From an optimization exercise on the open Yosys and OpenROAD flow, aimed at small area, a short achievable clock period and few clock cycles per item; shortcuts taken in it are not production practice.
Where RTL was checked, it was by simulation tests only, not by an equivalence proof against the original.
No activity file was given, so power comes from the tool's default toggle rates.

==> flow/design.v <==
module edge_xlate (
    input  wire        clk,
    input  wire        rst,
    input  wire        in_valid,
    output wire        in_ready,
    input  wire [23:0] in_ipu,       
    input  wire [23:0] in_gain,      
    input  wire [15:0] in_offset,    
    input  wire [14:0] in_h,         
    input  wire [14:0] in_delta,     
    output reg         out_valid,
    input  wire        out_ready,
    output reg  [11:0] out_ue,
    output reg  [11:0] out_le,
    output reg         out_sat
);
    reg        turn;             
    reg        rturn;            
    reg  [1:0] rsel;             
    reg        rdy_q;            
    reg  [1:0] tail_u;           
    reg        tail_l;           
    reg        f_hi;             
    reg        f_lo;             
    wire [1:0]  free, claim, rdy, rdy_n, done;
    wire [17:0] q0, q1;
    wire [1:0]  neg;
    wire [16:0] ofs0, ofs1;
    wire [14:0] hd0, hd1;
    wire idle_port = ~|claim & ~|tail_u & ~tail_l;
    wire [1:0] ld  = free & {turn, ~turn} & {2{idle_port}};
    wire go = in_valid & (~out_valid | out_ready);
    assign in_ready = rdy_q;
    wire take = in_ready & in_valid;
    wire ph_u = tail_u[rturn] & ~out_valid & ~tail_l;
    wire [1:0] flip = {2{ph_u}} & {rturn, ~rturn};
    edge_xlate_div u0 (
        .clk(clk), .rst(rst), .ld(ld[0]), .go(go), .in_valid(in_valid),
        .in_ipu(in_ipu), .in_gain(in_gain), .in_offset(in_offset), .in_h(in_h), .in_delta(in_delta),
        .flip(flip[0]), .free(free[0]), .claim(claim[0]), .rdy(rdy[0]), .rdy_n(rdy_n[0]), .done(done[0]),
        .q(q0), .neg(neg[0]), .ofs8(ofs0), .hd(hd0));
    edge_xlate_div u1 (
        .clk(clk), .rst(rst), .ld(ld[1]), .go(go), .in_valid(in_valid),
        .in_ipu(in_ipu), .in_gain(in_gain), .in_offset(in_offset), .in_h(in_h), .in_delta(in_delta),
        .flip(flip[1]), .free(free[1]), .claim(claim[1]), .rdy(rdy[1]), .rdy_n(rdy_n[1]), .done(done[1]),
        .q(q1), .neg(neg[1]), .ofs8(ofs1), .hd(hd1));
    wire [17:0] qr   = ({18{rsel[1]}} & q1)   | ({18{rsel[0]}} & q0);
    wire        ng   = (rsel[1] & neg[1])      | (rsel[0] & neg[0]);
    wire [16:0] ofs8 = ({17{rsel[1]}} & ofs1) | ({17{rsel[0]}} & ofs0);
    wire [14:0] hd   = ({15{rsel[1]}} & hd1)  | ({15{rsel[0]}} & hd0);
    wire [19:0] qs  = {{3{ng}}, qr[17:1]};
    wire [19:0] ofx = {{3{ofs8[16]}}, ofs8};
    wire [19:0] hdx = {{5{tail_l}}, hd};
    wire [19:0] cs  = ofx ^ hdx ^ qs;
    wire [19:0] cc  = (ofx & hdx) | (ofx & qs) | (hdx & qs);
    wire [19:0] e   = cs + {cc[18:0], qr[0]} + {19'd0, tail_l};
    wire e_hi = ~e[19] & (e[18:15] != 4'b0000);        
    wire e_lo =  e[19] & (e[18:15] != 4'b1111);        
    wire [11:0] e_sat = e_hi ? 12'h7ff : e_lo ? 12'h800 : e[15:4];
    wire n_hi = f_hi & (e_hi | (e[19:5] == 15'h3ff));    
    wire n_lo = e_lo & f_lo;                              
    always @(posedge clk) begin
        if (ph_u) begin
            out_ue  <= e_sat;
            out_sat <= e_hi | e_lo;
            f_hi    <= e_hi;
            f_lo    <= e_lo | (e[19:5] == 15'h7c00);
        end
        if (tail_l) begin
            out_le  <= n_hi ? 12'h7fd : e_sat;
            if (n_lo)
                out_ue <= 12'h802;
            out_sat <= out_sat | e_hi | e_lo;
        end
        if (rst) begin
            turn      <= 1'b0;
            rturn     <= 1'b0;
            rsel      <= 2'b01;
            rdy_q     <= 1'b0;
            tail_u    <= 2'b00;
            tail_l    <= 1'b0;
            out_valid <= 1'b0;
        end else begin
            if (take)
                turn <= ~turn;
            rdy_q <= |rdy_n;
            tail_u <= (tail_u & ~flip) | done;
            tail_l <= ph_u;
            if (tail_l) begin
                out_valid <= 1'b1;
                rturn     <= ~rturn;
                rsel      <= {rsel[0], rsel[1]};
            end else if (out_ready)
                out_valid <= 1'b0;
        end
    end
endmodule
module edge_xlate_div (
    input  wire        clk,
    input  wire        rst,
    input  wire        ld,           
    input  wire        go,           
    input  wire        in_valid,
    input  wire [23:0] in_ipu,
    input  wire [23:0] in_gain,
    input  wire [15:0] in_offset,
    input  wire [14:0] in_h,
    input  wire [14:0] in_delta,
    input  wire        flip,         
    output wire        free,         
    output wire        claim,        
    output reg         rdy,          
    output wire        rdy_n,        
    output wire        done,         
    output wire [17:0] q,            
    output reg         neg,          
    output reg  [16:0] ofs8,         
    output reg  [14:0] hd            
);
    reg        run;              
    reg [3:0]  cnt;              
    reg [22:0] rem;              
    reg [3:0]  db;               
    reg [22:0] gn;               
    reg [1:0]  dp;               
    reg [18:0] qr;               
    reg        hb;               
    wire last = (cnt == 4'd8);
    assign free  = run ? last : 1'b1;
    assign claim = (run & (cnt == 4'd0)) | rdy;
    assign done  = run & last;
    assign rdy_n = run & (cnt == 4'd0) & ~ld & ~rst;
    assign q     = qr[17:0];
    wire        s_in  = in_ipu[23];
    wire [23:0] ipu_x = in_ipu ^ {24{s_in}};
    wire       c2   = (cnt == 4'd2);
    wire       c3   = (cnt == 4'd3);
    wire [4:0] h_a  = c2 ? hd[4:0] : c3 ? hd[9:5] : hd[14:10];
    wire [4:0] h_b  = ~(c2 ? qr[18:14] : c3 ? qr[15:11] : qr[12:8]);
    reg  [5:0] h_c;
    reg  [4:0] h_s;
    integer k;
    always @* begin
        h_c[0] = c2 | hb;
        for (k = 0; k < 5; k = k + 1) begin
            h_s[k]   = h_a[k] ^ h_b[k] ^ h_c[k];
            h_c[k+1] = (h_a[k] & h_b[k]) | (h_a[k] & h_c[k]) | (h_b[k] & h_c[k]);
        end
    end
    wire [24:0] t    = {rem, db[3:2]};
    wire [25:0] t26  = {1'b0, t};
    wire [25:0] ng   = {3'b111, gn};                      
    wire [25:0] n2g  = {2'b11, gn, 1'b1};                 
    wire [25:0] d1   = t26 + ng + 26'd1;                  
    wire [25:0] d2   = t26 + n2g + 26'd1;                 
    wire [25:0] cs_s = t26 ^ ng ^ n2g;                    
    wire [25:0] cs_c = (t26 & ng) | (t26 & n2g) | (ng & n2g);
    wire [25:0] d3   = cs_s + {cs_c[24:0], 1'b1} + 26'd1;
    wire        ge1  = ~d1[25];
    wire        ge2  = ~d2[25];
    wire        ge3  = ~d3[25];
    wire [1:0]  dig  = {ge2, ge3 | (ge1 & ~ge2)};
    wire [22:0] r_n  = ge3 ? d3[22:0] : ge2 ? d2[22:0] : ge1 ? d1[22:0] : t[22:0];
    always @(posedge clk) begin
        if (ld) begin
            rem <= {2'b00, ipu_x[23:3]};
            db  <= {ipu_x[2:0], s_in};
            gn  <= ~in_gain[22:0];
        end else begin
            rem <= r_n;
            db  <= {db[1:0], db[0], db[0]};
        end
        cnt <= ld ? 4'd0 : cnt + 4'd1;
        dp  <= dig ^ {2{db[0]}};
        if (rdy) begin
            qr   <= {in_delta[4:0], in_delta[9:5], in_delta[14:10], dp, dig ^ {2{db[0]}}};
            neg  <= db[0];
            ofs8 <= {in_offset[15], in_offset} + 17'd8;
            hd   <= in_h;
        end else if (run & (cnt != 4'd0)) begin
            qr <= {qr[16:0], dig ^ {2{neg}}};
            if (c2) begin
                hd[4:0] <= h_s;
                hb      <= h_c[5];
            end
            if (c3) begin
                hd[9:5] <= h_s;
                hb      <= h_c[5];
            end
            if (cnt == 4'd4) begin
                hd[14:10] <= h_s;
                hb        <= h_c[5];
            end
            if (cnt == 4'd5 && (~hb || hd[14:4] == 11'd0))
                hd <= 15'd16;
        end
        if (flip)
            hd <= ~hd;
        if (rst) begin
            run <= 1'b0;
            rdy <= 1'b0;
        end else begin
            if (ld)
                run <= go;
            else if (last | (rdy & ~in_valid))
                run <= 1'b0;
            rdy <= rdy_n;
        end
    end
endmodule
==> flow/config.mk <==
export PLATFORM = sky130hd
export DESIGN_NAME = edge_xlate
export DESIGN_NICKNAME = edge_xlate
export VERILOG_FILES = /design/flow/design.v
export SDC_FILE = /design/flow/constraint.sdc
export NUM_CORES = 4
export LEC_CHECK = 0
export CAP_MARGIN = 20
export CORE_MARGIN = 2
export CORE_UTILIZATION = 40
export CTS_BUF_LIST = sky130_fd_sc_hd__clkbuf_8
export CTS_CLUSTER_SIZE = 30
export SLEW_MARGIN = 20
==> flow/constraint.sdc <==
create_clock -name core_clock -period 16.0 [get_ports {clk}]
set_input_delay 3.2000 -clock core_clock [delete_from_list [all_inputs] [get_ports {clk}]]
set_output_delay 3.2000 -clock core_clock [all_outputs]
set_load 0.01 [all_outputs]
standard.sh (not shown) runs the stock make flow with config.mk's settings and CLKGATE_MAP_FILE= SYNTH_SCRIPT=/design/flow/synth_recipe.tcl, a recipe that flattens the netlist after the stock synthesis.
==> flow/flow/run.sh <==
#!/bin/bash
# The standard layout (standard.sh, unchanged synthesis and SDC), with
# two optimisation settings changed:
#  - the input and output ports are buffered with buf_1 cells instead of the
#    delay buffers buffer_ports picks by default;
#  - repair_timing aims for a setup slack of 11.6 ns on the 16 ns clock, so
#    that it sizes the gates of the longest paths.
# Each tool's output is in the ORFS logs under orfs/logs; standard.log holds
# make's own output.
set -o pipefail
export BUFFER_PORTS_ARGS="-buffer_cell sky130_fd_sc_hd__buf_1"
export SETUP_SLACK_MARGIN=11.6
bash standard.sh > standard.log 2>&1
Testbench counts at the start, summed over its fixed seeds: cycles 21,656, items 4,800.
Change:
--- a/flow/design.v
+++ b/flow/design.v
@@ -15,40 +15,38 @@
     output reg         out_sat
 );
     reg        turn;             
     reg        rturn;            
-    reg  [1:0] rsel;             
-    reg        rdy_q;            
     reg  [1:0] tail_u;           
     reg        tail_l;           
     reg        f_hi;             
     reg        f_lo;             
-    wire [1:0]  free, claim, rdy, rdy_n, done;
+    wire [1:0]  free, claim, rdy, done;
     wire [17:0] q0, q1;
     wire [1:0]  neg;
     wire [16:0] ofs0, ofs1;
     wire [14:0] hd0, hd1;
     wire idle_port = ~|claim & ~|tail_u & ~tail_l;
     wire [1:0] ld  = free & {turn, ~turn} & {2{idle_port}};
     wire go = in_valid & (~out_valid | out_ready);
-    assign in_ready = rdy_q;
+    assign in_ready = |rdy;
     wire take = in_ready & in_valid;
     wire ph_u = tail_u[rturn] & ~out_valid & ~tail_l;
     wire [1:0] flip = {2{ph_u}} & {rturn, ~rturn};
     edge_xlate_div u0 (
         .clk(clk), .rst(rst), .ld(ld[0]), .go(go), .in_valid(in_valid),
         .in_ipu(in_ipu), .in_gain(in_gain), .in_offset(in_offset), .in_h(in_h), .in_delta(in_delta),
-        .flip(flip[0]), .free(free[0]), .claim(claim[0]), .rdy(rdy[0]), .rdy_n(rdy_n[0]), .done(done[0]),
+        .flip(flip[0]), .free(free[0]), .claim(claim[0]), .rdy(rdy[0]), .done(done[0]),
         .q(q0), .neg(neg[0]), .ofs8(ofs0), .hd(hd0));
     edge_xlate_div u1 (
         .clk(clk), .rst(rst), .ld(ld[1]), .go(go), .in_valid(in_valid),
         .in_ipu(in_ipu), .in_gain(in_gain), .in_offset(in_offset), .in_h(in_h), .in_delta(in_delta),
-        .flip(flip[1]), .free(free[1]), .claim(claim[1]), .rdy(rdy[1]), .rdy_n(rdy_n[1]), .done(done[1]),
+        .flip(flip[1]), .free(free[1]), .claim(claim[1]), .rdy(rdy[1]), .done(done[1]),
         .q(q1), .neg(neg[1]), .ofs8(ofs1), .hd(hd1));
-    wire [17:0] qr   = ({18{rsel[1]}} & q1)   | ({18{rsel[0]}} & q0);
-    wire        ng   = (rsel[1] & neg[1])      | (rsel[0] & neg[0]);
-    wire [16:0] ofs8 = ({17{rsel[1]}} & ofs1) | ({17{rsel[0]}} & ofs0);
-    wire [14:0] hd   = ({15{rsel[1]}} & hd1)  | ({15{rsel[0]}} & hd0);
+    wire [17:0] qr   = rturn ? q1 : q0;
+    wire        ng   = rturn ? neg[1] : neg[0];
+    wire [16:0] ofs8 = rturn ? ofs1 : ofs0;
+    wire [14:0] hd   = rturn ? hd1 : hd0;
     wire [19:0] qs  = {{3{ng}}, qr[17:1]};
     wire [19:0] ofx = {{3{ofs8[16]}}, ofs8};
     wire [19:0] hdx = {{5{tail_l}}, hd};
     wire [19:0] cs  = ofx ^ hdx ^ qs;
@@ -74,23 +72,19 @@
         end
         if (rst) begin
             turn      <= 1'b0;
             rturn     <= 1'b0;
-            rsel      <= 2'b01;
-            rdy_q     <= 1'b0;
             tail_u    <= 2'b00;
             tail_l    <= 1'b0;
             out_valid <= 1'b0;
         end else begin
             if (take)
                 turn <= ~turn;
-            rdy_q <= |rdy_n;
             tail_u <= (tail_u & ~flip) | done;
             tail_l <= ph_u;
             if (tail_l) begin
                 out_valid <= 1'b1;
                 rturn     <= ~rturn;
-                rsel      <= {rsel[0], rsel[1]};
             end else if (out_ready)
                 out_valid <= 1'b0;
         end
     end
@@ -109,9 +103,8 @@
     input  wire        flip,         
     output wire        free,         
     output wire        claim,        
     output reg         rdy,          
-    output wire        rdy_n,        
     output wire        done,         
     output wire [17:0] q,            
     output reg         neg,          
     output reg  [16:0] ofs8,         
@@ -128,9 +121,8 @@
     wire last = (cnt == 4'd8);
     assign free  = run ? last : 1'b1;
     assign claim = (run & (cnt == 4'd0)) | rdy;
     assign done  = run & last;
-    assign rdy_n = run & (cnt == 4'd0) & ~ld & ~rst;
     assign q     = qr[17:0];
     wire        s_in  = in_ipu[23];
     wire [23:0] ipu_x = in_ipu ^ {24{s_in}};
     wire       c2   = (cnt == 4'd2);
@@ -203,8 +195,8 @@
             if (ld)
                 run <= go;
             else if (last | (rdy & ~in_valid))
                 run <= 1'b0;
-            rdy <= rdy_n;
+            rdy <= run & (cnt == 4'd0) & ~ld;
         end
     end
 endmodule
What happened: The changed run finished clean; synthesized cell count is higher by 1.3%; die area is higher by 0.46%; global-route usage is higher by 1.5 points; flip-flop and latch count is lower by 3; maximum frequency is lower by 3.2%; critical path depth is higher by 3; setup slack got worse by 0.15 ns; routed wire length is higher by 6.6%; total power is higher by 1.2%; register-to-register slack got worse by 0.16 ns; cell count is higher by 1.7%; clock skew is higher by 0.0086 ns; via count is higher by 1.2%.
No functional check of the RTL was part of the second run of this note.

-- re-timing with driven ports --
How much do the figures lean on ideal ports? The routed layouts below were timed once more, with nothing changed but the port constraints.
Step 1 assumes that a clkbuf_16 drives the clock port and a buf_2 every other input.
Step 2 also shifts input and output timing later by t, the mid clock arrival at the registers, as if the neighbouring blocks saw the same clock.
Three values: ideal ports, drivers, drivers and shift; two values: the first two.
| run | t (ns) | setup WS [ns] | worst setup path after step 2 |
|---|---|---|---|
| the first run | 0.659 | 11.647 / 11.592 / 11.155 | input to register |
| the second run | 0.657 | 11.501 / 11.455 / 11.090 | input to register |
After both steps setup and hold are still met in every run listed. The setup slack of the first run, which loses most, moves by -0.055 ns with the drivers and by -0.492 ns with both steps.
